This is an optimization exercise on Yosys and OpenROAD, whose aim is small area, a short achievable clock period and few clock cycles per item, not a production implementation.
RTL that was checked went through simulation tests only; none was proved equivalent to the original.
For run 1, only the layout was checked, not whether the RTL still works.
Power and IR drop assume default switching activity.

==> flow/design.v (outline; a module is shown in full before it is edited, if it fits) <==
// module vint_mul: 821 lines
// module vint_unit: 168 lines
// module vint_alu: 182 lines
module vint_unit (
    input  wire        clk,
    input  wire        rst,
    input  wire        in_valid,
    output wire        in_ready,
    input  wire [5:0]  in_func,
    input  wire        in_type,
    input  wire        in_zero,
    input  wire [3:0]  in_pred,
    input  wire [63:0] in_a,
    input  wire [63:0] in_b,
    input  wire [63:0] in_d,
    output reg         out_valid,
    output reg  [63:0] out_d,
    output reg  [3:0]  out_p,
    output reg         out_sat
);
  // ...
==> flow/run.sh <==
#!/bin/bash
# synth_recipe.tcl (not shown) runs the flow's synth.tcl, then flattens the netlist and writes it again
# the make line also repeats each setting of config.mk as NAME=value (left out here)
make -C /OpenROAD-flow-scripts/flow DESIGN_CONFIG=/design/flow/config.mk WORK_HOME=/design/flow/orfs CLKGATE_MAP_FILE= SYNTH_SCRIPT=/design/flow/synth_recipe.tcl finish
==> flow/config.mk <==
export PLATFORM = sky130hd
export DESIGN_NAME = vint_unit
export DESIGN_NICKNAME = vint_unit
export VERILOG_FILES = /design/flow/design.v
export SDC_FILE = /design/flow/constraint.sdc
export NUM_CORES = 4
export LEC_CHECK = 0
export CAP_MARGIN = 20
export CORE_MARGIN = 2
export CORE_UTILIZATION = 25
export SLEW_MARGIN = 20
==> flow/constraint.sdc <==
create_clock -name core_clock -period 16.0 [get_ports {clk}]
set_input_delay 3.2000 -clock core_clock [delete_from_list [all_inputs] [get_ports {clk}]]
set_output_delay 3.2000 -clock core_clock [all_outputs]
set_load 0.01 [all_outputs]
==> results.txt, run 1 <==
Outcome
The flow ran to the end and the layout has no timing, DRC or antenna violations.

Detailed routing
The detailed route wirelength on metal2 is ~110,000 um. In this run, the number of DRC markers left after iteration 0 of detailed routing was between 7,000 and 8,000. For this block, wires on met1 add up to around 100,000 um. The total routed wirelength is between 200,000 and 300,000 um. Using the TritonRoute via totals, the vias-per-cell ratio works out to 5.87.

STA
The number of hold violations in the final report is 0.

Finish
The layout overhead on the synthesized area is 17.0%. The number of multi-input combinational cells in the layout is 4,352. The plain and repair buffers instantiated in the layout total slightly below 500. The ratio of cells with drive above 1 in the final layout is under 10%.

The number of fillers in the final layout is 19,800.

Setup path
The path type of the worst setup path is flop to flop. Following the worst setup path forward leads to its endpoint at s2_merged[40]. The launching instance or port of the critical path is s1_neg.

The kind of capture point of the worst setup path is a flop.

Synthesis
The flip-flop cell with the highest count after synthesis is edfxtp_1. After synthesis the netlist holds a flip-flop and latch count of 480. The multiplexer share of the synthesized area is 4.48%.

Die
The initial cell density of the core is between 20% and 30%. The site row count is ~160.

Clock tree
The post-CTS setup-driven buffer insertion count is 0. The quantity of gates resized following cts is 0.

Placement
Input and output buffers added on the ports amount to roughly 280. The post-placement cell area is approximately 52,000 um2.
==> module vint_unit, before the edit <==
module vint_unit (
    input  wire        clk,
    input  wire        rst,
    input  wire        in_valid,
    output wire        in_ready,
    input  wire [5:0]  in_func,
    input  wire        in_type,
    input  wire        in_zero,
    input  wire [3:0]  in_pred,
    input  wire [63:0] in_a,
    input  wire [63:0] in_b,
    input  wire [63:0] in_d,
    output reg         out_valid,
    output reg  [63:0] out_d,
    output reg  [3:0]  out_p,
    output reg         out_sat
);
    function [7:0] pass_mask(input [5:0] f, input t, input [3:0] p);
        reg mul, hi;
        begin
            mul = (f == 6'h06) | (f == 6'h07) | (f == 6'h08);
            hi  = (f == 6'h07) | (f == 6'h08);
            if (!mul)
                pass_mask = 8'h00;
            else if (!t)
                pass_mask = {4'h0, p};
            else
                pass_mask = {p[1] & hi, {3{p[1]}}, p[0] & hi, {3{p[0]}}};
        end
    endfunction
    function [7:0] lowbit(input [7:0] m);
        lowbit = m & (~m + 8'd1);
    endfunction
    reg        rdy;           
    reg  [7:0] cur;           
    reg  [7:0] rem;           
    assign in_ready = rdy;
    wire en = (rem == 8'h00);   
    wire take = in_valid & en;
    wire [7:0] in_mask  = pass_mask(in_func, in_type, in_pred);
    wire [7:0] in_low   = lowbit(in_mask);
    wire [7:0] in_rest  = in_mask & ~in_low;
    wire [7:0] rem_low  = lowbit(rem);
    wire [7:0] rem_rest = rem & ~rem_low;
    reg        s1_v;
    reg [5:0]  s1_f;
    reg        s1_t;
    reg        s1_z;
    reg [3:0]  s1_p;
    reg [63:0] s1_a, s1_b, s1_d;
    reg        s1_sub, s1_neg, s1_cin;    
    wire i_sub = (in_func == 6'h01) | (in_func == 6'h04) | (in_func == 6'h05) |
                 (in_func == 6'h09) | (in_func == 6'h0A) | (in_func == 6'h0B) |
                 (in_func == 6'h0C) | (in_func[5:3] == 3'b100);
    wire i_neg = (in_func == 6'h14) | (in_func == 6'h15);
    always @(posedge clk) begin
        if (en) begin
            s1_f <= in_func;
            s1_t <= in_type;
            s1_z <= in_zero;
            s1_p <= in_pred;
            s1_a <= in_a;
            s1_b <= in_b;
            s1_d <= in_d;
            s1_sub <= i_sub;
            s1_neg <= i_neg;
            s1_cin <= i_sub | i_neg | (in_func == 6'h16);
        end
        if (rst) begin
            s1_v <= 1'b0;
            rdy  <= 1'b1;
            cur  <= 8'h00;
            rem  <= 8'h00;
        end else if (en) begin
            s1_v <= in_valid;
            cur  <= take ? in_low : 8'h00;
            rem  <= take ? in_rest : 8'h00;
            rdy  <= !(take && (in_rest != 8'h00));
        end else begin
            cur  <= rem_low;
            rem  <= rem_rest;
            rdy  <= (rem_rest == 8'h00);
        end
    end
    wire [63:0] merged;
    wire [3:0]  pres;
    wire        sat_any;
    vint_alu u_alu (
        .f(s1_f), .t(s1_t), .z(s1_z), .p(s1_p), .a(s1_a), .b(s1_b), .d(s1_d),
        .op_sub(s1_sub), .op_neg(s1_neg), .cin(s1_cin),
        .merged(merged), .pres(pres), .sat_any(sat_any)
    );
    wire [5:0] f = s1_f;
    wire t = s1_t;
    wire [63:0] a = s1_a;
    wire [63:0] b = s1_b;
    wire [3:0] act = t ? {s1_p[1], s1_p[1], s1_p[0], s1_p[0]} : s1_p;
    genvar i;
    wire m_hi = (f == 6'h07) | (f == 6'h08);    
    wire m_sg = (f == 6'h07);                   
    wire [3:0] ca = t ? {cur[6] | cur[7], cur[4] | cur[5], cur[2] | cur[3], cur[0] | cur[1]}
                      : cur[3:0];
    wire [3:0] cb = t ? {cur[5] | cur[7], cur[4] | cur[6], cur[1] | cur[3], cur[0] | cur[2]}
                      : cur[3:0];
    wire a_top = ~t | cur[2] | cur[3] | cur[6] | cur[7];
    wire b_top = ~t | cur[1] | cur[3] | cur[5] | cur[7];
    wire [15:0] ma16 = ({16{ca[0]}} & a[15:0])  | ({16{ca[1]}} & a[31:16]) |
                       ({16{ca[2]}} & a[47:32]) | ({16{ca[3]}} & a[63:48]);
    wire [15:0] mb16 = ({16{cb[0]}} & b[15:0])  | ({16{cb[1]}} & b[31:16]) |
                       ({16{cb[2]}} & b[47:32]) | ({16{cb[3]}} & b[63:48]);
    wire [16:0] ma = {m_sg & a_top & ma16[15], ma16};
    wire [16:0] mb = {m_sg & b_top & mb16[15], mb16};
    wire [35:0] mr0, mr1;
    vint_mul u_mul (.a(ma), .b(mb), .r0(mr0), .r1(mr1));
    wire [3:0] wr_f;       
    wire [3:0] hsel;       
    wire [1:0] accm;       
    assign wr_f = t ? {cur[6] | cur[7], cur[4] | cur[7], cur[2] | cur[3], cur[0] | cur[3]}
                    : cur[3:0];
    assign hsel = t ? {cur[7], 1'b0, cur[3], 1'b0} : {4{m_hi}};
    assign accm = !t ? 2'd0 :
                  (cur[1] | cur[3] | cur[5] | cur[7]) ? 2'd1 :
                  (cur[2] | cur[6]) ? 2'd2 : 2'd0;
    wire [3:0] mfield = (cur != 8'h00) ? act : 4'b0000;    
    reg        s2_v;
    reg [63:0] s2_merged;
    reg [3:0]  s2_p;
    reg        s2_sat;
    reg [35:0] s2_r0, s2_r1;
    reg [3:0]  s2_wr, s2_hsel, s2_mf;
    reg [1:0]  s2_accm;
    reg        s2_any;
    always @(posedge clk) begin
        if (rst) s2_v <= 1'b0;
        else     s2_v <= s1_v & en;
        s2_any    <= s1_v;
        s2_merged <= merged;
        s2_p      <= pres;
        s2_sat    <= sat_any;
        s2_r0     <= mr0;
        s2_r1     <= mr1;
        s2_wr     <= wr_f;
        s2_hsel   <= hsel;
        s2_mf     <= mfield;
        s2_accm   <= accm;
    end
    reg  [35:0] acc;
    wire [35:0] acc_in = (s2_accm == 2'd1) ? {{16{acc[35]}}, acc[35:16]} :
                         (s2_accm == 2'd2) ? acc : 36'd0;
    wire [35:0] msum = s2_r0 + s2_r1 + acc_in;
    always @(posedge clk) begin
        acc <= msum;
        if (rst) out_valid <= 1'b0;
        else     out_valid <= s2_v;
        out_p   <= s2_p;
        out_sat <= s2_sat;
    end
    generate
        for (i = 0; i < 4; i = i + 1) begin : g_out
            always @(posedge clk) begin
                if (s2_wr[i])
                    out_d[16*i +: 16] <= s2_hsel[i] ? msum[31:16] : msum[15:0];
                else if (s2_any & ~s2_mf[i])
                    out_d[16*i +: 16] <= s2_merged[16*i +: 16];
            end
        end
    endgenerate
endmodule
==> module vint_alu, before the edit <==
module vint_alu (
    input  wire [5:0]  f,
    input  wire        t,
    input  wire        z,
    input  wire [3:0]  p,
    input  wire [63:0] a,
    input  wire [63:0] b,
    input  wire [63:0] d,
    input  wire        op_sub,    
    input  wire        op_neg,    
    input  wire        cin,
    output wire [63:0] merged,
    output wire [3:0]  pres,
    output wire        sat_any
);
    wire f_add   = (f == 6'h00);
    wire f_sub   = (f == 6'h01);
    wire f_adds  = (f == 6'h02);
    wire f_addus = (f == 6'h03);
    wire f_subs  = (f == 6'h04);
    wire f_subus = (f == 6'h05);
    wire f_min   = (f == 6'h09);
    wire f_max   = (f == 6'h0A);
    wire f_minu  = (f == 6'h0B);
    wire f_maxu  = (f == 6'h0C);
    wire f_and   = (f == 6'h0D);
    wire f_or    = (f == 6'h0E);
    wire f_xor   = (f == 6'h0F);
    wire f_andn  = (f == 6'h10);
    wire f_shl   = (f == 6'h11);
    wire f_shr   = (f == 6'h12);
    wire f_sar   = (f == 6'h13);
    wire f_abs   = (f == 6'h14);
    wire f_neg   = (f == 6'h15);
    wire f_avgu  = (f == 6'h16);
    wire f_cmp   = (f[5:3] == 3'b100);
    wire f_eq    = (f == 6'h20);
    wire f_ne    = (f == 6'h21);
    wire f_lt    = (f == 6'h22);
    wire f_le    = (f == 6'h23);
    wire f_ltu   = (f == 6'h24);
    wire f_leu   = (f == 6'h25);
    wire [63:0] x = a ^ {64{op_neg}};
    wire [63:0] y = (b & {64{~op_neg}}) ^ {64{op_sub}};
    wire gx1 = t | cin, gy1 = ~t & cin;
    wire gx2 = cin,     gy2 = cin;
    wire [68:0] sum_g = {1'b0, x[63:48], gx1, x[47:32], gx2, x[31:16], gx1, x[15:0], 1'b1}
                      + {1'b0, y[63:48], gy1, y[47:32], gy2, y[31:16], gy1, y[15:0], cin};
    wire [63:0] s = {sum_g[67:52], sum_g[50:35], sum_g[33:18], sum_g[16:1]};
    wire [3:0] co = {sum_g[68], sum_g[51], sum_g[34], sum_g[17]};
    wire [3:0] sa, sx, sy, sr, eq16;
    genvar i, lv, L, j;
    generate
        for (i = 0; i < 4; i = i + 1) begin : g_lane
            assign sa[i]   = a[16*i+15];
            assign sx[i]   = x[16*i+15];
            assign sy[i]   = y[16*i+15];
            assign sr[i]   = s[16*i+15];
            assign eq16[i] = (a[16*i +: 16] == b[16*i +: 16]);
        end
    endgenerate
    wire [3:0] ovf_l = ~(sx ^ sy) & (sr ^ sx);
    wire [3:0] e_ovf  = t ? {ovf_l[3], ovf_l[3], ovf_l[1], ovf_l[1]} : ovf_l;
    wire [3:0] e_co   = t ? {co[3], co[3], co[1], co[1]} : co;
    wire [3:0] e_sa   = t ? {sa[3], sa[3], sa[1], sa[1]} : sa;
    wire [3:0] e_sr   = t ? {sr[3], sr[3], sr[1], sr[1]} : sr;
    wire [3:0] e_eq   = t ? {{2{eq16[3] & eq16[2]}}, {2{eq16[1] & eq16[0]}}} : eq16;
    wire [3:0] e_lts  = e_sr ^ e_ovf;
    wire [3:0] e_ltu  = ~e_co;
    wire [3:0] top    = t ? 4'b1010 : 4'b1111;    
    wire [4:0] n0 = {t & b[4],  b[3:0]};
    wire [4:0] n1 = t ? {b[4], b[3:0]}   : {1'b0, b[19:16]};
    wire [4:0] n2 = {t & b[36], b[35:32]};
    wire [4:0] n3 = t ? {b[36], b[35:32]} : {1'b0, b[51:48]};
    wire [4:0] r0 = f_shl ? n0 : (5'd0 - n0);
    wire [4:0] r1 = f_shl ? n1 : (5'd0 - n1);
    wire [4:0] r2 = f_shl ? n2 : (5'd0 - n2);
    wire [4:0] r3 = f_shl ? n3 : (5'd0 - n3);
    wire [19:0] ra = {r3, r2, r1, r0};
    wire [63:0] rot_l [0:4];
    assign rot_l[0] = a;
    generate
        for (lv = 0; lv < 4; lv = lv + 1) begin : g_rot
            for (L = 0; L < 4; L = L + 1) begin : g_rl
                for (j = 0; j < 16; j = j + 1) begin : g_rb
                    if (j >= (1 << lv)) begin : g_in
                        assign rot_l[lv+1][16*L+j] = ra[5*L+lv] ? rot_l[lv][16*L+j-(1<<lv)]
                                                                : rot_l[lv][16*L+j];
                    end else begin : g_wrap
                        wire src = t ? rot_l[lv][16*(L^1)+j+16-(1<<lv)]
                                     : rot_l[lv][16*L+j+16-(1<<lv)];
                        assign rot_l[lv+1][16*L+j] = ra[5*L+lv] ? src : rot_l[lv][16*L+j];
                    end
                end
            end
        end
    endgenerate
    wire [63:0] rot;
    assign rot[15:0]  = (t & ra[4])  ? rot_l[4][31:16] : rot_l[4][15:0];
    assign rot[31:16] = (t & ra[4])  ? rot_l[4][15:0]  : rot_l[4][31:16];
    assign rot[47:32] = (t & ra[14]) ? rot_l[4][63:48] : rot_l[4][47:32];
    assign rot[63:48] = (t & ra[14]) ? rot_l[4][47:32] : rot_l[4][63:48];
    wire [63:0] keep;
    generate
        for (L = 0; L < 4; L = L + 1) begin : g_keep
            wire [3:0]  nl = t ? b[32*(L/2) +: 4] : b[16*L +: 4];
            wire        n4 = t & b[32*(L/2) + 4];
            wire [15:0] tl = 16'hFFFF << nl;
            wire [15:0] rl = 16'hFFFF >> nl;
            wire [15:0] kl, kr;
            if (L % 2 == 0) begin : g_lo
                assign kl = n4 ? 16'h0000 : tl;
                assign kr = (t & ~n4) ? 16'hFFFF : rl;
            end else begin : g_hi
                assign kl = (t & ~n4) ? 16'hFFFF : tl;
                assign kr = n4 ? 16'h0000 : rl;
            end
            assign keep[16*L +: 16] = f_shl ? kl : kr;
        end
    endgenerate
    wire [3:0] fill = {4{f_sar}} & e_sa;
    wire [3:0] pick_a = ({4{f_min}} & e_lts) | ({4{f_max}} & ~e_lts) |
                        ({4{f_minu}} & e_ltu) | ({4{f_maxu}} & ~e_ltu) |
                        ({4{f_abs}} & ~e_sa);
    wire [3:0] pick_b = ({4{f_min}} & ~e_lts) | ({4{f_max}} & e_lts) |
                        ({4{f_minu}} & ~e_ltu) | ({4{f_maxu}} & e_ltu);
    wire [3:0] sat_s  = {4{f_adds | f_subs}} & e_ovf;
    wire [3:0] sat_us = {4{f_addus}} & e_co;
    wire [3:0] sat_su = {4{f_subus}} & ~e_co;
    wire [3:0] pick_s = ({4{f_add | f_sub | f_neg}}) |
                        ({4{f_adds | f_subs}} & ~e_ovf) |
                        ({4{f_addus}} & ~e_co) |
                        ({4{f_subus}} & e_co) |
                        ({4{f_abs}} & e_sa);
    wire is_shift = f_shl | f_shr | f_sar;
    wire [63:0] avg;
    assign avg[14:0]  = s[15:1];
    assign avg[15]    = t ? s[16] : co[0];
    assign avg[30:16] = s[31:17];
    assign avg[31]    = co[1];
    assign avg[46:32] = s[47:33];
    assign avg[47]    = t ? s[48] : co[2];
    assign avg[62:48] = s[63:49];
    assign avg[63]    = co[3];
    wire [63:0] logic_r = ({64{f_and}} & (a & b)) | ({64{f_or}} & (a | b)) |
                          ({64{f_xor}} & (a ^ b)) | ({64{f_andn}} & (a & ~b));
    reg [63:0] res;
    integer ln;
    always @* begin
        for (ln = 0; ln < 4; ln = ln + 1) begin
            res[16*ln +: 16] =
                  ({16{pick_s[ln]}} & s[16*ln +: 16])
                | ({16{pick_a[ln]}} & a[16*ln +: 16])
                | ({16{pick_b[ln]}} & b[16*ln +: 16])
                | ({16{f_avgu}} & avg[16*ln +: 16])
                | logic_r[16*ln +: 16]
                | ({16{is_shift}} & ((rot[16*ln +: 16] & keep[16*ln +: 16]) |
                                     ({16{fill[ln]}} & ~keep[16*ln +: 16])))
                | ({16{sat_us[ln]}})
                | ({16{sat_s[ln]}} & {top[ln] ? e_sa[ln] : ~e_sa[ln], {15{~e_sa[ln]}}});
        end
    end
    wire [3:0] act = t ? {p[1], p[1], p[0], p[0]} : p;
    reg [63:0] mg;
    assign merged = mg;
    always @* begin
        for (ln = 0; ln < 4; ln = ln + 1) begin
            if (f_cmp)
                mg[16*ln +: 16] = d[16*ln +: 16];
            else if (act[ln])
                mg[16*ln +: 16] = res[16*ln +: 16];
            else
                mg[16*ln +: 16] = z ? 16'h0000 : d[16*ln +: 16];
        end
    end
    wire [3:0] rel = ({4{f_eq}} & e_eq) | ({4{f_ne}} & ~e_eq) |
                     ({4{f_lt}} & e_lts) | ({4{f_le}} & (e_lts | e_eq)) |
                     ({4{f_ltu}} & e_ltu) | ({4{f_leu}} & (e_ltu | e_eq));
    assign pres = !f_cmp ? 4'b0000 :
                      t ? {2'b00, rel[3] & p[1], rel[1] & p[0]} : (rel & p);
    assign sat_any = |((sat_s | sat_us | sat_su) & act);
endmodule
==> run 2, diff against run 1 <==
--- a/flow/design.v
+++ b/flow/design.v
@@ -870,8 +870,9 @@
     reg [3:0]  s1_p;
     reg [63:0] s1_a, s1_b, s1_d;
-    reg        s1_sub, s1_neg, s1_cin;    
+    reg [3:0]  s1_sub, s1_neg, s1_cin;
+    wire [3:0] in_act = in_type ? {in_pred[1], in_pred[1], in_pred[0], in_pred[0]} : in_pred;
     wire i_sub = (in_func == 6'h01) | (in_func == 6'h04) | (in_func == 6'h05) |
                  (in_func == 6'h09) | (in_func == 6'h0A) | (in_func == 6'h0B) |
-                 (in_func == 6'h0C) | (in_func[5:3] == 3'b100);
+                 (in_func == 6'h0C) | (in_func == 6'h10) | (in_func[5:3] == 3'b100);
     wire i_neg = (in_func == 6'h14) | (in_func == 6'h15);
     always @(posedge clk) begin
@@ -884,7 +885,7 @@
             s1_b <= in_b;
             s1_d <= in_d;
-            s1_sub <= i_sub;
-            s1_neg <= i_neg;
-            s1_cin <= i_sub | i_neg | (in_func == 6'h16);
+            s1_sub <= {4{i_sub}} & in_act;
+            s1_neg <= {4{i_neg}} & in_act;
+            s1_cin <= {4{i_sub | i_neg | (in_func == 6'h16)}} & in_act;
         end
         if (rst) begin
@@ -996,7 +997,7 @@
     input  wire [63:0] b,
     input  wire [63:0] d,
-    input  wire        op_sub,    
-    input  wire        op_neg,    
-    input  wire        cin,
+    input  wire [3:0]  op_sub,    
+    input  wire [3:0]  op_neg,    
+    input  wire [3:0]  cin,       
     output wire [63:0] merged,
     output wire [3:0]  pres,
@@ -1030,12 +1031,18 @@
     wire f_ltu   = (f == 6'h24);
     wire f_leu   = (f == 6'h25);
-    wire [63:0] x = a ^ {64{op_neg}};
-    wire [63:0] y = (b & {64{~op_neg}}) ^ {64{op_sub}};
-    wire gx1 = t | cin, gy1 = ~t & cin;
-    wire gx2 = cin,     gy2 = cin;
-    wire [68:0] sum_g = {1'b0, x[63:48], gx1, x[47:32], gx2, x[31:16], gx1, x[15:0], 1'b1}
-                      + {1'b0, y[63:48], gy1, y[47:32], gy2, y[31:16], gy1, y[15:0], cin};
-    wire [63:0] s = {sum_g[67:52], sum_g[50:35], sum_g[33:18], sum_g[16:1]};
-    wire [3:0] co = {sum_g[68], sum_g[51], sum_g[34], sum_g[17]};
+    wire [63:0] negm = {{16{op_neg[3]}}, {16{op_neg[2]}}, {16{op_neg[1]}}, {16{op_neg[0]}}};
+    wire [63:0] subm = {{16{op_sub[3]}}, {16{op_sub[2]}}, {16{op_sub[1]}}, {16{op_sub[0]}}};
+    wire [63:0] x = a ^ negm;
+    wire [63:0] y = (b & ~negm) ^ subm;
+    wire gx1 = t | cin[1], gy1 = ~t & cin[1];
+    wire gx3 = t | cin[3], gy3 = ~t & cin[3];
+    wire [34:0] sum_l = {1'b0, x[31:16], gx1, x[15:0], 1'b1}
+                      + {1'b0, y[31:16], gy1, y[15:0], cin[0]};
+    wire [34:0] sum_h = {1'b0, x[63:48], gx3, x[47:32], 1'b1}
+                      + {1'b0, y[63:48], gy3, y[47:32], cin[2]};
+    wire [63:0] s = {sum_h[33:18], sum_h[16:1], sum_l[33:18], sum_l[16:1]};
+    wire [3:0] co = {sum_h[34], sum_h[17], sum_l[34], sum_l[17]};
+    wire [63:0] pb = x ^ y;
+    wire [63:0] gb = x & y;
     wire [3:0] sa, sx, sy, sr, eq16;
     genvar i, lv, L, j;
@@ -1046,5 +1053,5 @@
             assign sy[i]   = y[16*i+15];
             assign sr[i]   = s[16*i+15];
-            assign eq16[i] = (a[16*i +: 16] == b[16*i +: 16]);
+            assign eq16[i] = &pb[16*i +: 16];    
         end
     endgenerate
@@ -1132,6 +1139,7 @@
     assign avg[62:48] = s[63:49];
     assign avg[63]    = co[3];
-    wire [63:0] logic_r = ({64{f_and}} & (a & b)) | ({64{f_or}} & (a | b)) |
-                          ({64{f_xor}} & (a ^ b)) | ({64{f_andn}} & (a & ~b));
+    wire l_g = f_and | f_or | f_andn;
+    wire l_p = f_or | f_xor;
+    wire [63:0] logic_r = ({64{l_g}} & gb) | ({64{l_p}} & pb);
     reg [63:0] res;
     integer ln;
==> flow/flow/run.sh (new file) <==
#!/bin/bash
# The standard layout, with timing repair aimed well below the (loose) clock
# period so that the achieved period is short.
set -euo pipefail
cd "$(dirname "$0")/.."
bash standard.sh SETUP_SLACK_MARGIN=${MARGIN:-10.5} finish > standard.log 2>&1
==> flow/standard.sh (new file) <==
#!/bin/bash
# synth_recipe.tcl (not shown) runs the flow's synth.tcl, then flattens the netlist and writes it again
# the make line also repeats each setting of config.mk as NAME=value (left out here)
make -C /OpenROAD-flow-scripts/flow DESIGN_CONFIG=/design/flow/config.mk WORK_HOME=/design/flow/orfs CLKGATE_MAP_FILE= SYNTH_SCRIPT=/design/flow/synth_recipe.tcl "${@:-finish}"
--- a/flow/config.mk
+++ b/flow/config.mk
@@ -6,6 +6,7 @@
 export NUM_CORES = 4
 export LEC_CHECK = 0
+export ABC_AREA = 1
 export CAP_MARGIN = 20
 export CORE_MARGIN = 2
-export CORE_UTILIZATION = 25
+export CORE_UTILIZATION = 45
 export SLEW_MARGIN = 20
removed: flow/run.sh
==> run 2 against run 1 <==
- worst hold slack gained 0.0075 ns
- area after synthesis shrank 9.2%
- clock power shrank 5%
- critical endpoint is now s2_merged[45]
- combinational power grew 6.9%
- critical path type unchanged
- still clean on timing, DRC and antenna
==> results.txt, run 2 <==
Synthesis
Yosys mapped the design onto between 70 and 80 distinct sky130hd cell types. The number of warnings reported in the yosys synthesis log is 2. The total nets after synthesis is approximately 6,300.

In the synthesized netlist the async set-or-reset flop fraction comes to 0%. The post-synthesis average cell area is a little over 7 um2. In this run the cell area of the synthesized design comes to between 40,000 and 50,000 um2. nand2_1 is the most common cell in the netlist. The cell accounting for the most synthesized area is edfxtp_1. The commonest cells after synthesis are nand2_1, inv_1, nand3_1, nor2_1, o21ai_0.

The number of standard cells after synthesis is 5,831. The proportion of netlist area held by the largest area contributor is between 10% and 20%. The number of synthesized register bits was 489 (+1.9%). The count of flip-flops with a built-in enable after synthesis is 280.

The flip-flop cell with the highest count after synthesis is edfxtp_1. In the post-synthesis netlist, the biggest area contributors are edfxtp_1, nand2_1, dfxtp_1. For this run, the register share of the synthesized area comes to between 20% and 30%.

Die
The site row count is 112 (-29%). The die span in y is between 300 and 400 um. The initial cell density of the core is 45.3% (+20 points). In this run the standard cell core region covers 93,200 um2. The die covers between 90,000 and 100,000 um2.

In this run the horizontal extent of the chip is 310 um. For this design the top-level I/O count stands at between 200 and 300.

STA
Derived from the worst setup path, the maximum achievable clock frequency is between 150 and 200 MHz. The number of hold violations in the final report is 0 (unchanged). Summed over all failing endpoints, the final setup total negative slack is 0 ns. After layout, the worst path uses approximately 35% of the clock period.

Across the routed clock network, the largest skew measured is between 0.07 and 0.08 ns. The number of max-slew violations in the final report is 0. The number of failing setup endpoints in the final timing report is 0. The minimum period implied by the final worst setup slack is between 5 and 6 ns. Setup repair after global routing could not meet its margin everywhere.

The worst slew margin relative to its limit is between 10% and 20%. The transition at the pin with the smallest max-transition slack is ~1.2 ns.

Setup path
For the worst setup path, the data arrival time is ~6 ns. The kind of capture point of the worst setup path is a flop. The stage delay of the slowest cell on the critical path is between 0.5 and 0.6 ns. The critical path buffer and inverter count is 7. The slowest stage of the critical path belongs to the cell fa_1.

The path type of the worst setup path is flop to flop. The cell type group with the largest total delay on the critical path is simple AND/OR/NAND/NOR gates. The most frequent cell on the critical path is nand2_2. The critical path data required time is 16.56 ns. The maximum fanout count along the critical path is 16.

The sort of element at the start of the critical path is a flop.

Finish
The library cells used most frequently in the layout, excluding fill and tap cells, are nand2_1, inv_1, nand3_1. The layout overhead on the synthesized area is 17.1% (about the same). The finished layout holds 7,397 standard cells, fillers aside.

The most common cell after layout, fill and taps aside is nand2_1. The final net count is about 6,600. The share of the core filled with cells in the final layout is a little over half. The ratio of cells with drive above 1 in the final layout is 8.16% (+0.40 points). The number of fillers in the final layout is 9,232 (-53%).

Placement
The final weighted congestion of routability-driven global placement is 1.06. The wire-length estimate of the detail-placed layout is 158,000 um. The number of buffers added on ports was 277 (unchanged).

Including well taps, the total number of placed cells is 7,199.

Clock tree
The cell sitting at the root of the clock tree is a clkbuf_16. The tree built by TritonCTS fans out to 489 sinks. The maximum buffer depth of the clock tree is 3.

Hold repair after CTS inserted 0 buffers. For the worst-skew pair, the clock arrives at the later sink with an insertion delay of around 0.73 ns. The TritonCTS clock tree is yes.

After clock tree synthesis, the clock-pin slew on the worst setup and hold paths is approximately 0.070 ns. In this run, CTS created clock tree buffers numbering 58. The count of H-tree levels built during CTS is 2.

Global route
The overall routing resource usage is roughly two fifths. The number of antenna violations at the first check in global routing is 11. The largest net degree at the start of global routing is 70. The number of global-route vias before repair is slightly above 40,000. The total overflow left after global routing is 0. The first global-routing pass estimated around 280,000 um of wire.

Detailed routing
In the routed design, unresolved DRC markers number 0. Once detail routing completed, the nets flagged for antenna violations numbered 0. Dividing the detail-routed wire length by the instance count gives 27.1 um. The first detailed-routing pass took 9 iterations.

The DRC marker count from the first detailed-route iteration is 6,667 (-5.4%). The routed layout has about 44,000 vias. The total routed wirelength is 200,000 um (-21%). The via count normalized by instance count is 5.94 (+1.3%).

Pwr
Dividing total power by cell area gives a power density of between 100 and 150 nW/um2. The worst-case vdd ir drop is roughly 0.11 mV. The leakage component of the power is 0.0230 uW.

Job
The count of max-cap constraint violations is 0.

Outcome
The run finished with no timing, DRC or antenna violations.

Hold path
The path class of the tightest hold or removal check is flop to flop.
run 2: worst paths after layout:
path	depth (start not counted)	slack [ns]	from	endpoint
max	30	10.47	s1_neg[2]	s2_merged[45]
min reg2reg	0	0.34	s2_p[1]	out_p[1]
min	0	0.34	s2_p[1]	out_p[1]
max reg2reg	30	10.47	s1_neg[2]	s2_merged[45]
run 2: where the power goes:
part	total (uW)	switching (uW)	internal [uW]	leakage [uW]
sequential	1800	187	1610	0.00467
combinational	3720	2560	1170	0.0173
clock	1380	600	781	0.000963
run 2: cell type report:
type	instances	area (um2)	area share [%]
multi-input cells	4343	26100	52.9
flip-flops and latches	489	12600	25.5
repair buffers	439	4240	8.58
inverters	757	2890	5.84
clock buffers	73	1600	3.24
well taps	1254	1570	3.17
clock inverters	36	384	0.777
diodes	6	15.0	0.0304
run 2: routing by layer:
| metal | share of wire (%) | GRT usage (%) |
|---|---|---|
| met5 | 0.025 | 0 |
| met4 | 7.9 | 26.4 |
| met3 | 10 | 7.68 |
| met2 | 42 | 61.0 |
| met1 | 39 | 53.5 |
run 2: worst reg2reg max path, delay by kind of cell (launching register included):
family	cells	cell delay (ns)
AOI/OAI and AO/OA	6	0.95
xor gates and xnor gates	1	0.23
adders and majority gates	2	0.86
buffers and inverters	7	0.71
DFF	1	0.41
and+or+nand+nor	14	2.18
run 2: cells by family after synthesis:
family	after synthesis	share of synthesized area [%]
buffers and inverters	999	9.67
muxes	2	0.0474
and+or+nand+nor	2652	26.7
adders and majority gates	283	11.0
DFF	489	29.8
AOI/OAI and AO/OA	1073	15.8
xor gates and xnor gates	333	6.96
run 2: timing repair:
action                                 CTS  global route
setup endpoints to repair               87            51
buffers inserted                        35            45
gates cloned                             0             2
gates resized for setup                 89            71
endpoints found under the hold margin    0             0
pin swaps                               17            23
run 2: stage by stage:
step	setup slack, ns	hold WS, ns	instance area [um2]	power [uW]
3_5_place_dp	8.41	0.316	46000	5290
2_1_floorplan	10.57	0.310	42200	3910
3_3_place_gp	8.41	0.312	46000	5280
6_report	10.47	0.336	49400	6900
5_1_grt	10.44	0.352	49400	7290
4_1_cts	10.45	0.340	48600	6730
Testbench counts of run 2, summed over its fixed seeds: cycles 20,548, items 16,000.
==> run 3, diff against run 2 <==
--- a/flow/design.v
+++ b/flow/design.v
@@ -837,4 +837,5 @@
     output reg         out_sat
 );
+    genvar i;
     function [7:0] pass_mask(input [5:0] f, input t, input [3:0] p);
         reg mul, hi;
@@ -853,10 +854,26 @@
         lowbit = m & (~m + 8'd1);
     endfunction
+    function [9:0] pass_ctl(input [7:0] c, input t, input sg);
+        begin
+            if (t)
+                pass_ctl = {sg & (c[1] | c[3] | c[5] | c[7]),
+                            sg & (c[2] | c[3] | c[6] | c[7]),
+                            c[5] | c[7], c[4] | c[6], c[1] | c[3], c[0] | c[2],
+                            c[6] | c[7], c[4] | c[5], c[2] | c[3], c[0] | c[1]};
+            else
+                pass_ctl = {sg, sg, c[3:0], c[3:0]};
+        end
+    endfunction
     reg        rdy;           
     reg  [7:0] cur;           
     reg  [7:0] rem;           
+    reg  [9:0] mctl;          
     assign in_ready = rdy;
-    wire en = (rem == 8'h00);   
+    wire en   = (rem == 8'h00);    
     wire take = in_valid & en;
+    wire       in_mul   = (in_func == 6'h06) | (in_func == 6'h07) | (in_func == 6'h08);
+    wire       in_two   = (in_pred[0] & in_pred[1]) | (in_pred[2] & in_pred[3]) |
+                          ((in_pred[0] | in_pred[1]) & (in_pred[2] | in_pred[3]));
+    wire       in_multi = in_mul & (in_type ? (in_pred[0] | in_pred[1]) : in_two);
     wire [7:0] in_mask  = pass_mask(in_func, in_type, in_pred);
     wire [7:0] in_low   = lowbit(in_mask);
@@ -869,23 +886,28 @@
     reg        s1_z;
     reg [3:0]  s1_p;
-    reg [63:0] s1_a, s1_b, s1_d;
+    reg [63:0] s1_x, s1_y, s1_d;
     reg [3:0]  s1_sub, s1_neg, s1_cin;
-    wire [3:0] in_act = in_type ? {in_pred[1], in_pred[1], in_pred[0], in_pred[0]} : in_pred;
     wire i_sub = (in_func == 6'h01) | (in_func == 6'h04) | (in_func == 6'h05) |
                  (in_func == 6'h09) | (in_func == 6'h0A) | (in_func == 6'h0B) |
                  (in_func == 6'h0C) | (in_func == 6'h10) | (in_func[5:3] == 3'b100);
     wire i_neg = (in_func == 6'h14) | (in_func == 6'h15);
+    wire i_cin = i_sub | i_neg | (in_func == 6'h16);
+    wire [3:0]  in_act = in_type ? {in_pred[1], in_pred[1], in_pred[0], in_pred[0]} : in_pred;
+    wire [3:0]  i_negl = {4{i_neg}} & in_act;
+    wire [3:0]  i_subl = {4{i_sub}} & in_act;
+    wire [63:0] i_negm = {{16{i_negl[3]}}, {16{i_negl[2]}}, {16{i_negl[1]}}, {16{i_negl[0]}}};
+    wire [63:0] i_subm = {{16{i_subl[3]}}, {16{i_subl[2]}}, {16{i_subl[1]}}, {16{i_subl[0]}}};
     always @(posedge clk) begin
         if (en) begin
-            s1_f <= in_func;
-            s1_t <= in_type;
-            s1_z <= in_zero;
-            s1_p <= in_pred;
-            s1_a <= in_a;
-            s1_b <= in_b;
-            s1_d <= in_d;
-            s1_sub <= {4{i_sub}} & in_act;
-            s1_neg <= {4{i_neg}} & in_act;
-            s1_cin <= {4{i_sub | i_neg | (in_func == 6'h16)}} & in_act;
+            s1_f   <= in_func;
+            s1_t   <= in_type;
+            s1_z   <= in_zero;
+            s1_p   <= in_pred;
+            s1_x   <= in_a ^ i_negm;
+            s1_y   <= (in_b & ~i_negm) ^ i_subm;
+            s1_d   <= in_d;
+            s1_sub <= i_subl;
+            s1_neg <= i_negl;
+            s1_cin <= {4{i_cin}} & in_act;
         end
         if (rst) begin
@@ -894,13 +916,16 @@
             cur  <= 8'h00;
             rem  <= 8'h00;
+            mctl <= 10'd0;
         end else if (en) begin
             s1_v <= in_valid;
             cur  <= take ? in_low : 8'h00;
             rem  <= take ? in_rest : 8'h00;
-            rdy  <= !(take && (in_rest != 8'h00));
+            rdy  <= !(take & in_multi);
+            mctl <= pass_ctl(take ? in_low : 8'h00, in_type, in_func == 6'h07);
         end else begin
             cur  <= rem_low;
             rem  <= rem_rest;
             rdy  <= (rem_rest == 8'h00);
+            mctl <= pass_ctl(rem_low, s1_t, s1_f == 6'h07);
         end
     end
@@ -909,40 +934,28 @@
     wire        sat_any;
     vint_alu u_alu (
-        .f(s1_f), .t(s1_t), .z(s1_z), .p(s1_p), .a(s1_a), .b(s1_b), .d(s1_d),
+        .f(s1_f), .t(s1_t), .z(s1_z), .p(s1_p), .x(s1_x), .y(s1_y), .d(s1_d),
         .op_sub(s1_sub), .op_neg(s1_neg), .cin(s1_cin),
         .merged(merged), .pres(pres), .sat_any(sat_any)
     );
-    wire [5:0] f = s1_f;
-    wire t = s1_t;
-    wire [63:0] a = s1_a;
-    wire [63:0] b = s1_b;
-    wire [3:0] act = t ? {s1_p[1], s1_p[1], s1_p[0], s1_p[0]} : s1_p;
-    genvar i;
-    wire m_hi = (f == 6'h07) | (f == 6'h08);    
-    wire m_sg = (f == 6'h07);                   
-    wire [3:0] ca = t ? {cur[6] | cur[7], cur[4] | cur[5], cur[2] | cur[3], cur[0] | cur[1]}
-                      : cur[3:0];
-    wire [3:0] cb = t ? {cur[5] | cur[7], cur[4] | cur[6], cur[1] | cur[3], cur[0] | cur[2]}
-                      : cur[3:0];
-    wire a_top = ~t | cur[2] | cur[3] | cur[6] | cur[7];
-    wire b_top = ~t | cur[1] | cur[3] | cur[5] | cur[7];
-    wire [15:0] ma16 = ({16{ca[0]}} & a[15:0])  | ({16{ca[1]}} & a[31:16]) |
-                       ({16{ca[2]}} & a[47:32]) | ({16{ca[3]}} & a[63:48]);
-    wire [15:0] mb16 = ({16{cb[0]}} & b[15:0])  | ({16{cb[1]}} & b[31:16]) |
-                       ({16{cb[2]}} & b[47:32]) | ({16{cb[3]}} & b[63:48]);
-    wire [16:0] ma = {m_sg & a_top & ma16[15], ma16};
-    wire [16:0] mb = {m_sg & b_top & mb16[15], mb16};
+    wire        t    = s1_t;
+    wire        m_hi = (s1_f == 6'h07) | (s1_f == 6'h08);    
+    wire [3:0]  ca   = mctl[3:0];
+    wire [3:0]  cb   = mctl[7:4];
+    wire [15:0] ma16 = ({16{ca[0]}} & s1_x[15:0])  | ({16{ca[1]}} & s1_x[31:16]) |
+                       ({16{ca[2]}} & s1_x[47:32]) | ({16{ca[3]}} & s1_x[63:48]);
+    wire [15:0] mb16 = ({16{cb[0]}} & s1_y[15:0])  | ({16{cb[1]}} & s1_y[31:16]) |
+                       ({16{cb[2]}} & s1_y[47:32]) | ({16{cb[3]}} & s1_y[63:48]);
+    wire [16:0] ma = {mctl[8] & ma16[15], ma16};
+    wire [16:0] mb = {mctl[9] & mb16[15], mb16};
     wire [35:0] mr0, mr1;
     vint_mul u_mul (.a(ma), .b(mb), .r0(mr0), .r1(mr1));
-    wire [3:0] wr_f;       
-    wire [3:0] hsel;       
-    wire [1:0] accm;       
-    assign wr_f = t ? {cur[6] | cur[7], cur[4] | cur[7], cur[2] | cur[3], cur[0] | cur[3]}
-                    : cur[3:0];
-    assign hsel = t ? {cur[7], 1'b0, cur[3], 1'b0} : {4{m_hi}};
-    assign accm = !t ? 2'd0 :
-                  (cur[1] | cur[3] | cur[5] | cur[7]) ? 2'd1 :
-                  (cur[2] | cur[6]) ? 2'd2 : 2'd0;
-    wire [3:0] mfield = (cur != 8'h00) ? act : 4'b0000;    
+    wire [3:0] act  = t ? {s1_p[1], s1_p[1], s1_p[0], s1_p[0]} : s1_p;
+    wire [3:0] wr_f = t ? {cur[6] | cur[7], cur[4] | cur[7], cur[2] | cur[3], cur[0] | cur[3]}
+                        : cur[3:0];                        
+    wire [3:0] hsel = t ? {cur[7], 1'b0, cur[3], 1'b0} : {4{m_hi}};   
+    wire       acc_sh   = t & (cur[1] | cur[3] | cur[5] | cur[7]);   
+    wire       acc_full = t & (cur[2] | cur[6]);                     
+    wire [3:0] mfield   = (cur != 8'h00) ? act : 4'b0000;   
+    wire [3:0] ld_m     = {4{s1_v}} & ~mfield;              
     reg        s2_v;
     reg [63:0] s2_merged;
@@ -950,24 +963,23 @@
     reg        s2_sat;
     reg [35:0] s2_r0, s2_r1;
-    reg [3:0]  s2_wr, s2_hsel, s2_mf;
-    reg [1:0]  s2_accm;
-    reg        s2_any;
+    reg [3:0]  s2_wr, s2_hsel, s2_ldm;
+    reg        s2_acc_sh, s2_acc_full;
     always @(posedge clk) begin
         if (rst) s2_v <= 1'b0;
         else     s2_v <= s1_v & en;
-        s2_any    <= s1_v;
-        s2_merged <= merged;
-        s2_p      <= pres;
-        s2_sat    <= sat_any;
-        s2_r0     <= mr0;
-        s2_r1     <= mr1;
-        s2_wr     <= wr_f;
-        s2_hsel   <= hsel;
-        s2_mf     <= mfield;
-        s2_accm   <= accm;
+        s2_merged   <= merged;
+        s2_p        <= pres;
+        s2_sat      <= sat_any;
+        s2_r0       <= mr0;
+        s2_r1       <= mr1;
+        s2_wr       <= wr_f;
+        s2_hsel     <= hsel;
+        s2_ldm      <= ld_m & ~wr_f;
+        s2_acc_sh   <= acc_sh;
+        s2_acc_full <= acc_full;
     end
     reg  [35:0] acc;
-    wire [35:0] acc_in = (s2_accm == 2'd1) ? {{16{acc[35]}}, acc[35:16]} :
-                         (s2_accm == 2'd2) ? acc : 36'd0;
+    wire [35:0] acc_in = ({36{s2_acc_sh}} & {{16{acc[35]}}, acc[35:16]}) |
+                         ({36{s2_acc_full}} & acc);
     wire [35:0] msum = s2_r0 + s2_r1 + acc_in;
     always @(posedge clk) begin
@@ -983,5 +995,5 @@
                 if (s2_wr[i])
                     out_d[16*i +: 16] <= s2_hsel[i] ? msum[31:16] : msum[15:0];
-                else if (s2_any & ~s2_mf[i])
+                else if (s2_ldm[i])
                     out_d[16*i +: 16] <= s2_merged[16*i +: 16];
             end
@@ -994,6 +1006,6 @@
     input  wire        z,
     input  wire [3:0]  p,
-    input  wire [63:0] a,
-    input  wire [63:0] b,
+    input  wire [63:0] x,
+    input  wire [63:0] y,
     input  wire [63:0] d,
     input  wire [3:0]  op_sub,    
@@ -1004,4 +1016,5 @@
     output wire        sat_any
 );
+    genvar i, L;
     wire f_add   = (f == 6'h00);
     wire f_sub   = (f == 6'h01);
@@ -1032,7 +1045,6 @@
     wire f_leu   = (f == 6'h25);
     wire [63:0] negm = {{16{op_neg[3]}}, {16{op_neg[2]}}, {16{op_neg[1]}}, {16{op_neg[0]}}};
-    wire [63:0] subm = {{16{op_sub[3]}}, {16{op_sub[2]}}, {16{op_sub[1]}}, {16{op_sub[0]}}};
-    wire [63:0] x = a ^ negm;
-    wire [63:0] y = (b & ~negm) ^ subm;
+    wire [63:0] a  = x ^ negm;
+    wire [63:0] bn = ~y;
     wire gx1 = t | cin[1], gy1 = ~t & cin[1];
     wire gx3 = t | cin[3], gy3 = ~t & cin[3];
@@ -1046,5 +1058,4 @@
     wire [63:0] gb = x & y;
     wire [3:0] sa, sx, sy, sr, eq16;
-    genvar i, lv, L, j;
     generate
         for (i = 0; i < 4; i = i + 1) begin : g_lane
@@ -1057,63 +1068,49 @@
     endgenerate
     wire [3:0] ovf_l = ~(sx ^ sy) & (sr ^ sx);
-    wire [3:0] e_ovf  = t ? {ovf_l[3], ovf_l[3], ovf_l[1], ovf_l[1]} : ovf_l;
-    wire [3:0] e_co   = t ? {co[3], co[3], co[1], co[1]} : co;
-    wire [3:0] e_sa   = t ? {sa[3], sa[3], sa[1], sa[1]} : sa;
-    wire [3:0] e_sr   = t ? {sr[3], sr[3], sr[1], sr[1]} : sr;
-    wire [3:0] e_eq   = t ? {{2{eq16[3] & eq16[2]}}, {2{eq16[1] & eq16[0]}}} : eq16;
-    wire [3:0] e_lts  = e_sr ^ e_ovf;
-    wire [3:0] e_ltu  = ~e_co;
-    wire [3:0] top    = t ? 4'b1010 : 4'b1111;    
-    wire [4:0] n0 = {t & b[4],  b[3:0]};
-    wire [4:0] n1 = t ? {b[4], b[3:0]}   : {1'b0, b[19:16]};
-    wire [4:0] n2 = {t & b[36], b[35:32]};
-    wire [4:0] n3 = t ? {b[36], b[35:32]} : {1'b0, b[51:48]};
-    wire [4:0] r0 = f_shl ? n0 : (5'd0 - n0);
-    wire [4:0] r1 = f_shl ? n1 : (5'd0 - n1);
-    wire [4:0] r2 = f_shl ? n2 : (5'd0 - n2);
-    wire [4:0] r3 = f_shl ? n3 : (5'd0 - n3);
-    wire [19:0] ra = {r3, r2, r1, r0};
-    wire [63:0] rot_l [0:4];
-    assign rot_l[0] = a;
+    wire [3:0] e_ovf = t ? {ovf_l[3], ovf_l[3], ovf_l[1], ovf_l[1]} : ovf_l;
+    wire [3:0] e_co  = t ? {co[3], co[3], co[1], co[1]} : co;
+    wire [3:0] e_sa  = t ? {sa[3], sa[3], sa[1], sa[1]} : sa;
+    wire [3:0] e_sr  = t ? {sr[3], sr[3], sr[1], sr[1]} : sr;
+    wire [3:0] e_eq  = t ? {{2{eq16[3] & eq16[2]}}, {2{eq16[1] & eq16[0]}}} : eq16;
+    wire [3:0] e_lts = e_sr ^ e_ovf;
+    wire [3:0] e_ltu = ~e_co;
+    wire [3:0] top   = t ? 4'b1010 : 4'b1111;    
+    wire [3:0]  fill = {4{f_sar}} & e_sa;
+    wire [63:0] shres;
+    wire [63:0] rotv;
     generate
-        for (lv = 0; lv < 4; lv = lv + 1) begin : g_rot
-            for (L = 0; L < 4; L = L + 1) begin : g_rl
-                for (j = 0; j < 16; j = j + 1) begin : g_rb
-                    if (j >= (1 << lv)) begin : g_in
-                        assign rot_l[lv+1][16*L+j] = ra[5*L+lv] ? rot_l[lv][16*L+j-(1<<lv)]
-                                                                : rot_l[lv][16*L+j];
-                    end else begin : g_wrap
-                        wire src = t ? rot_l[lv][16*(L^1)+j+16-(1<<lv)]
-                                     : rot_l[lv][16*L+j+16-(1<<lv)];
-                        assign rot_l[lv+1][16*L+j] = ra[5*L+lv] ? src : rot_l[lv][16*L+j];
-                    end
-                end
-            end
+        for (L = 0; L < 4; L = L + 1) begin : g_sh
+            wire [4:0]  n   = t ? {y[32*(L/2) + 4], y[32*(L/2) +: 4]} : {1'b0, y[16*L +: 4]};
+            wire [3:0]  rl  = f_shl ? n[3:0] : (4'd0 - n[3:0]);
+            wire [15:0] x0  = x[16*L +: 16];
+            wire [15:0] x1  = rl[0] ? {x0[14:0], x0[15]}    : x0;
+            wire [15:0] x2  = rl[1] ? {x1[13:0], x1[15:14]} : x1;
+            wire [15:0] x3  = rl[2] ? {x2[11:0], x2[15:12]} : x2;
+            wire [15:0] x4  = rl[3] ? {x3[7:0],  x3[15:8]}  : x3;
+            assign rotv[16*L +: 16] = x4;
         end
-    endgenerate
-    wire [63:0] rot;
-    assign rot[15:0]  = (t & ra[4])  ? rot_l[4][31:16] : rot_l[4][15:0];
-    assign rot[31:16] = (t & ra[4])  ? rot_l[4][15:0]  : rot_l[4][31:16];
-    assign rot[47:32] = (t & ra[14]) ? rot_l[4][63:48] : rot_l[4][47:32];
-    assign rot[63:48] = (t & ra[14]) ? rot_l[4][47:32] : rot_l[4][63:48];
-    wire [63:0] keep;
-    generate
-        for (L = 0; L < 4; L = L + 1) begin : g_keep
-            wire [3:0]  nl = t ? b[32*(L/2) +: 4] : b[16*L +: 4];
-            wire        n4 = t & b[32*(L/2) + 4];
-            wire [15:0] tl = 16'hFFFF << nl;
-            wire [15:0] rl = 16'hFFFF >> nl;
-            wire [15:0] kl, kr;
-            if (L % 2 == 0) begin : g_lo
-                assign kl = n4 ? 16'h0000 : tl;
-                assign kr = (t & ~n4) ? 16'hFFFF : rl;
-            end else begin : g_hi
-                assign kl = (t & ~n4) ? 16'hFFFF : tl;
-                assign kr = n4 ? 16'h0000 : rl;
+        for (L = 0; L < 4; L = L + 1) begin : g_shsel
+            wire [4:0]  n   = t ? {y[32*(L/2) + 4], y[32*(L/2) +: 4]} : {1'b0, y[16*L +: 4]};
+            wire [15:0] k   = f_shl ? (16'hFFFF << n[3:0]) : (16'hFFFF >> n[3:0]);
+            wire [15:0] ro  = rotv[16*L +: 16];
+            wire [15:0] rp  = rotv[16*(L^1) +: 16];
+            wire [15:0] fb  = {16{fill[L]}};
+            wire        hi  = (L % 2 == 1);
+            wire        big = t & n[4];
+            reg  [15:0] xv, yv;
+            always @* begin
+                if (!t) begin
+                    xv = ro; yv = fb;
+                end else if (f_shl) begin
+                    if (!hi) begin xv = big ? 16'h0000 : ro; yv = 16'h0000; end
+                    else     begin xv = big ? rp : ro;       yv = big ? 16'h0000 : rp; end
+                end else begin
+                    if (!hi) begin xv = big ? rp : ro;       yv = big ? fb : rp; end
+                    else     begin xv = big ? fb : ro;       yv = fb; end
+                end
             end
-            assign keep[16*L +: 16] = f_shl ? kl : kr;
+            assign shres[16*L +: 16] = (k & xv) | (~k & yv);
         end
     endgenerate
-    wire [3:0] fill = {4{f_sar}} & e_sa;
     wire [3:0] pick_a = ({4{f_min}} & e_lts) | ({4{f_max}} & ~e_lts) |
                         ({4{f_minu}} & e_ltu) | ({4{f_maxu}} & ~e_ltu) |
@@ -1149,9 +1146,8 @@
                   ({16{pick_s[ln]}} & s[16*ln +: 16])
                 | ({16{pick_a[ln]}} & a[16*ln +: 16])
-                | ({16{pick_b[ln]}} & b[16*ln +: 16])
+                | ({16{pick_b[ln]}} & bn[16*ln +: 16])
                 | ({16{f_avgu}} & avg[16*ln +: 16])
                 | logic_r[16*ln +: 16]
-                | ({16{is_shift}} & ((rot[16*ln +: 16] & keep[16*ln +: 16]) |
-                                     ({16{fill[ln]}} & ~keep[16*ln +: 16])))
+                | ({16{is_shift}} & shres[16*ln +: 16])
                 | ({16{sat_us[ln]}})
                 | ({16{sat_s[ln]}} & {top[ln] ? e_sa[ln] : ~e_sa[ln], {15{~e_sa[ln]}}});
@@ -1175,5 +1171,5 @@
                      ({4{f_ltu}} & e_ltu) | ({4{f_leu}} & (e_ltu | e_eq));
     assign pres = !f_cmp ? 4'b0000 :
-                      t ? {2'b00, rel[3] & p[1], rel[1] & p[0]} : (rel & p);
+                  t ? {2'b00, rel[3] & p[1], rel[1] & p[0]} : (rel & p);
     assign sat_any = |((sat_s | sat_us | sat_su) & act);
 endmodule
==> flow/flow/run.sh (replaced) <==
#!/bin/bash
# The standard layout, with timing repair aimed well below the (loose) clock
# period so that the achieved period is short.
set -euo pipefail
cd "$(dirname "$0")/.."
bash standard.sh SETUP_SLACK_MARGIN=${MARGIN:-11.6} finish > standard.log 2>&1
==> run 3 against run 2 <==
- fmax increased by 20%
- sequential cell count increased by 5
- largest power group unchanged
- setup slack improved by 0.93 ns
- global-route usage increased by 1.8 points
- still clean
==> results.txt, run 3 <==
Pwr
The net switching fraction of the power is 42.0% (-6.5 points). The sequential group share of total power came to 31.7% (+5.7 points). The internal power consumption is 2960 uW (-17%). The clock power share is 28.1% (+8.1 points). The proportion of power drawn by combinational gates was 40.2% (-14 points). The net switching power was 2140 uW (-36%). The power density over the cells came to 98.6 nW/um2 (-29%). The leakage component of the power is 0.0243 uW (+5.8%). The worst-case vdd ir drop was 0.0893 mV (-22%).

Synthesis
The post-synthesis async set-or-reset flop share is 0% (unchanged). The adder-cell share of the synthesized area is 11.0% (+0.025 points). The number of warnings reported in the yosys synthesis log is 2 (unchanged).

The simple-gate share of the synthesized area is 25.1% (-1.6 points). The number of standard cells after synthesis is 5,915 (+1.4%). The largest total area in the synthesized netlist belongs to edfxtp_1.

The fraction of the mapped netlist area in compound gates was 15.7% (-0.11 points). The total nets after synthesis is 6,405 (+1.3%). The flip-flop cell with the highest count after synthesis is edfxtp_1. The number of unique standard cell types used by synthesis is 73 (-1.4%). The multiplexer share of the synthesized area is 0.0475% (+0.00011 points). The sequential cell area fraction in the yosys report is 30.0% (+0.21 points). The cell area after synthesis came to 42,100 um2 (-0.23%). Ranked by instance count, the synthesized netlist is headed by nand2_1, inv_1, o21ai_0, nor2_1, xor2_1. By area, the combinational part of the netlist is dominated by simple AND/OR/NAND/NOR gates. By instance count, the leading cell after synthesis is nand2_1.

The number of synthesized register bits was 494 (+1.0%). The post-synthesis average cell area was 7.12 um2 (-1.6%). Yosys attributes the largest share of cell area to edfxtp_1, nand2_1, dfxtp_1. The proportion of netlist area held by the largest area contributor is 19.7% (-0.24 points).

The count of flip-flops with a built-in enable after synthesis came to 276 (-1.4%). The xor/xnor cell area share of the yosys netlist was 8.48% (+1.5 points).

Detailed routing
The remaining antenna violation count after routing came to 0 (unchanged). The first-pass iteration count of the detailed router was 7 (-2). The total routed wirelength is 209,000 um (+4.4%). The total number of vias is 45,000 (+2.4%).

The average wire per standard cell is 27.4 um (+1.2%). The DRC marker count from the first detailed-route iteration was 5,967 (-10%). The via count normalized by instance count is 5.90 (-0.67%). The DRC violation count after routing is 0 (unchanged).

Global route
The number of antenna violations at the first check in global routing is 20 (+9). The largest net degree at the start of global routing was 74 (+5.7%). The number of global-route vias before repair came to 41,700 (+1.7%).

The wire length of the first global-routing pass is 292,000 um (+3.5%). The overall routing resource usage is 42.4% (+1.8 points). The leftover overflow at the end of global routing came to 0 (unchanged).

Setup path
The arrival time of data at the critical path endpoint is 5.17 ns (-0.91 ns). The path type of the worst setup path is flop to flop. The worst setup path is captured at a flop. The maximum fanout count along the critical path came to 5 (-11). The critical path data required time is 16.57 ns (about the same). The internal reg-to-reg setup slack came to 11.40 ns (+0.93 ns).

The worst setup path is launched from a flop.

Clock tree
The number of sinks driven by the clock tree is 494 (+1.0%). The count of hold-fix buffers inserted at cts is 0 (unchanged). The count of H-tree levels built during CTS came to 2 (unchanged).

The TritonCTS clock tree is yes. The worst-skew pair later-pin latency was 0.73 ns (about the same). The register clock-pin slew on the reported worst setup and hold paths is 0.06 ns (about the same).

The number of buffers added by the clock tree synthesis step is 59 (+1.7%). The maximum buffer depth of the clock tree is 3 (unchanged). Clock tree synthesis selected as its root buffer the cell clkbuf_16.

STA
The number of hold violations in the final report came to 0 (unchanged). The share of the clock period used by the worst path after layout is 28.7% (-5.8 points). The post-route clock skew is 0.0665 ns (-0.0103 ns). The number of failing setup endpoints in the final timing report is 0 (unchanged). The final-layout setup total negative slack came to 0 ns (unchanged). The minimum period implied by the final worst setup slack was 4.60 ns (-0.928 ns). The number of max-slew violations in the final report is 0 (unchanged). The minimum hold slack is 0.326 ns (-0.00993 ns).

The worst slew margin relative to its limit is 24.7% (+7.9 points). The transition at the pin with the smallest max-transition slack is 1.13 ns (-0.118 ns). Setup repair after global routing could not meet its margin everywhere.

The timing-limited maximum frequency is 218 MHz (+20%).

Finish
The number of fillers in the final layout is 9,232 (unchanged). The area taken by multi-input logic gates is 27,100 um2 (+3.7%). The final net count is 6,803 (+3.4%).

The storage element area was 12,700 um2 (+0.72%). The post-layout instance count excluding filler cells came to 7,629 (+3.1%). Leaving out fill and tap cells, the most frequent cells in the layout are nand2_1, inv_1, xor2_1. The ratio of cells with drive above 1 in the final layout is 13.8% (+5.7 points). Compared with the post-synthesis result, the final layout area differs by 22.6%. The library cell used most frequently in the layout, excluding fill and tap cells, is nand2_1.

Hold path
The path category of the worst min-delay check is flop to flop.

Placement
The estimated wirelength of the detail-placed design is 162,000 um (+2.8%). The final weighted congestion of routability-driven global placement is 1.09 (+2.0%). The number of placed cells counting well taps is 7,265 (+0.92%). The number of buffers added on ports is 277 (unchanged).

Die
The die span in y is 310 um (-0.11%). The overall die width came to 310 um (-0.11%). The initial cell density of the core came to 45.3% (about the same). The number of placed I/O pins was 278 (unchanged). The core outline area is 93,000 um2 (-0.15%). The site row count came to 112 (unchanged). The full die area was 96,100 um2 (-0.22%).

Outcome
The run finished with no timing, DRC or antenna violations.

Job
The count of max-cap constraint violations is 0 (unchanged).
-- run 3: area by class of cell --
cell class,count,area share (%)
inverters,783,5.97
repair inverters,4,0.0484
clock buffers,74,3.09
clock inverters,37,0.843
well taps,1254,3.04
flip-flops and latches,494,24.6
diodes,12,0.0581
repair buffers,578,9.90
multi-input cells,4393,52.5
-- run 3: layer usage --
metal / track usage [%] / wire, um / up-vias
met5: 0 / 98 / -
met4: 32.4 / 20100 / 14
met3: 10.5 / 22700 / 736
met2: 62.7 / 87600 / 2806
met1: 53.2 / 78700 / 21300
li1: - / - / 20200
-- run 3: critical path, stage by stage (launching register included) --
cell,delay [ns]
edfxtp_1,0.56
ha_4,0.38
inv_4,0.05
o21ai_4,0.17
a31oi_4,0.11
o21ai_4,0.09
a21oi_2,0.09
o21ai_2,0.20
nand4_1,0.16
nand2_2,0.14
a31oi_4,0.10
fa_2,0.61
nor2_4,0.05
nor3_4,0.25
nor2_1,0.09
a211oi_2,0.27
nand3_2,0.19
buf_4,0.23
nand3_1,0.08
o21ai_0,0.07
nor2_1,0.26
nand2_1,0.18
nand2_1,0.09
nand2_1,0.05
-- run 3: worst paths after layout --
path	from	to	depth (start not counted)
max	s1_x[37]	s2_merged[49]	23
min	s2_p[2]	out_p[2]	0
max reg2reg	s1_x[37]	s2_merged[49]	23
min reg2reg	s2_p[2]	out_p[2]	0
-- run 3: stage by stage --
stage               worst slack, ns  util, %  instance area [um2]  total power (uW)
detailed placement            10.01     49.6                46100              3430
global placement              10.02     49.6                46100              3450
CTS                           11.50     53.9                50200              4940
global route                  11.39     55.5                51600              5300
finish                        11.40     55.5                51600              5090
floorplan                     10.40        -                42400              2740
-- run 3: power groups by stage --
stage	sequential, uW	combinational, uW	clock, uW
3_3_place_gp	1650	1790	0
6_report	1610	2050	1430
5_1_grt	1610	2200	1490
3_5_place_dp	1650	1780	0
4_1_cts	1610	1890	1440
2_1_floorplan	1570	1170	0
-- run 3: cell families (layout without fill, tap and decap cells) --
kind of cell | Yosys count | count (layout)
AO/OA/AOI/OAI | 1151 | 1151
XOR/XNOR | 406 | 406
adder cells (fa/ha/maj) | 283 | 283
buffers and inverters | 1030 | 1476
flip-flops | 494 | 494
multiplexers | 2 | 2
other | 0 | 12
AND/OR/NAND/NOR | 2549 | 2551
-- run 3: repair_timing --
| item | in CTS | in global routing |
|---|---|---|
| pin swaps | 51 | 78 |
| setup buffers | 146 | 84 |
| setup endpoints to repair | 385 | 236 |
| gates cloned | 5 | 5 |
| gates resized for setup | 574 | 216 |
Testbench counts of run 3, summed over its fixed seeds: cycles 20,548, items 16,000.

## afterwards: timing with drivers on the ports
The results above use ideal ports. As a check the final layouts listed here were re-extracted and re-timed, cells and wires unchanged. Step 1 assumes that a clkbuf_16 drives the clock port and a buf_2 every other input. Step 2, shift: input delay + t, output delay - t, t = (earliest + latest rising clock arrival at the registers) / 2. This alone moves slack from input paths to output paths. Three values: ideal, step 1, step 2; two values: the first two.
run	t, ns	setup WS [ns]	hold slack, ns	worst setup path at the end	worst register clock-pin slew, ns
run 1	0.818	8.261 / 8.261 / 8.261	0.329 / 0.329 / 0.329	register to register	0.09 / 0.09
run 2	0.767	10.475 / 10.475 / 10.297	0.336 / 0.336 / 0.336	input to register	0.07 / 0.07
run 3	0.774	11.403 / 11.403 / 10.860	0.326 / 0.326 / 0.326	input to register	0.08 / 0.08
After both steps setup and hold are still met in every run listed. For run 3, which loses most, drivers alone change the setup slack by 0.000 ns; drivers and shift together by -0.543 ns.
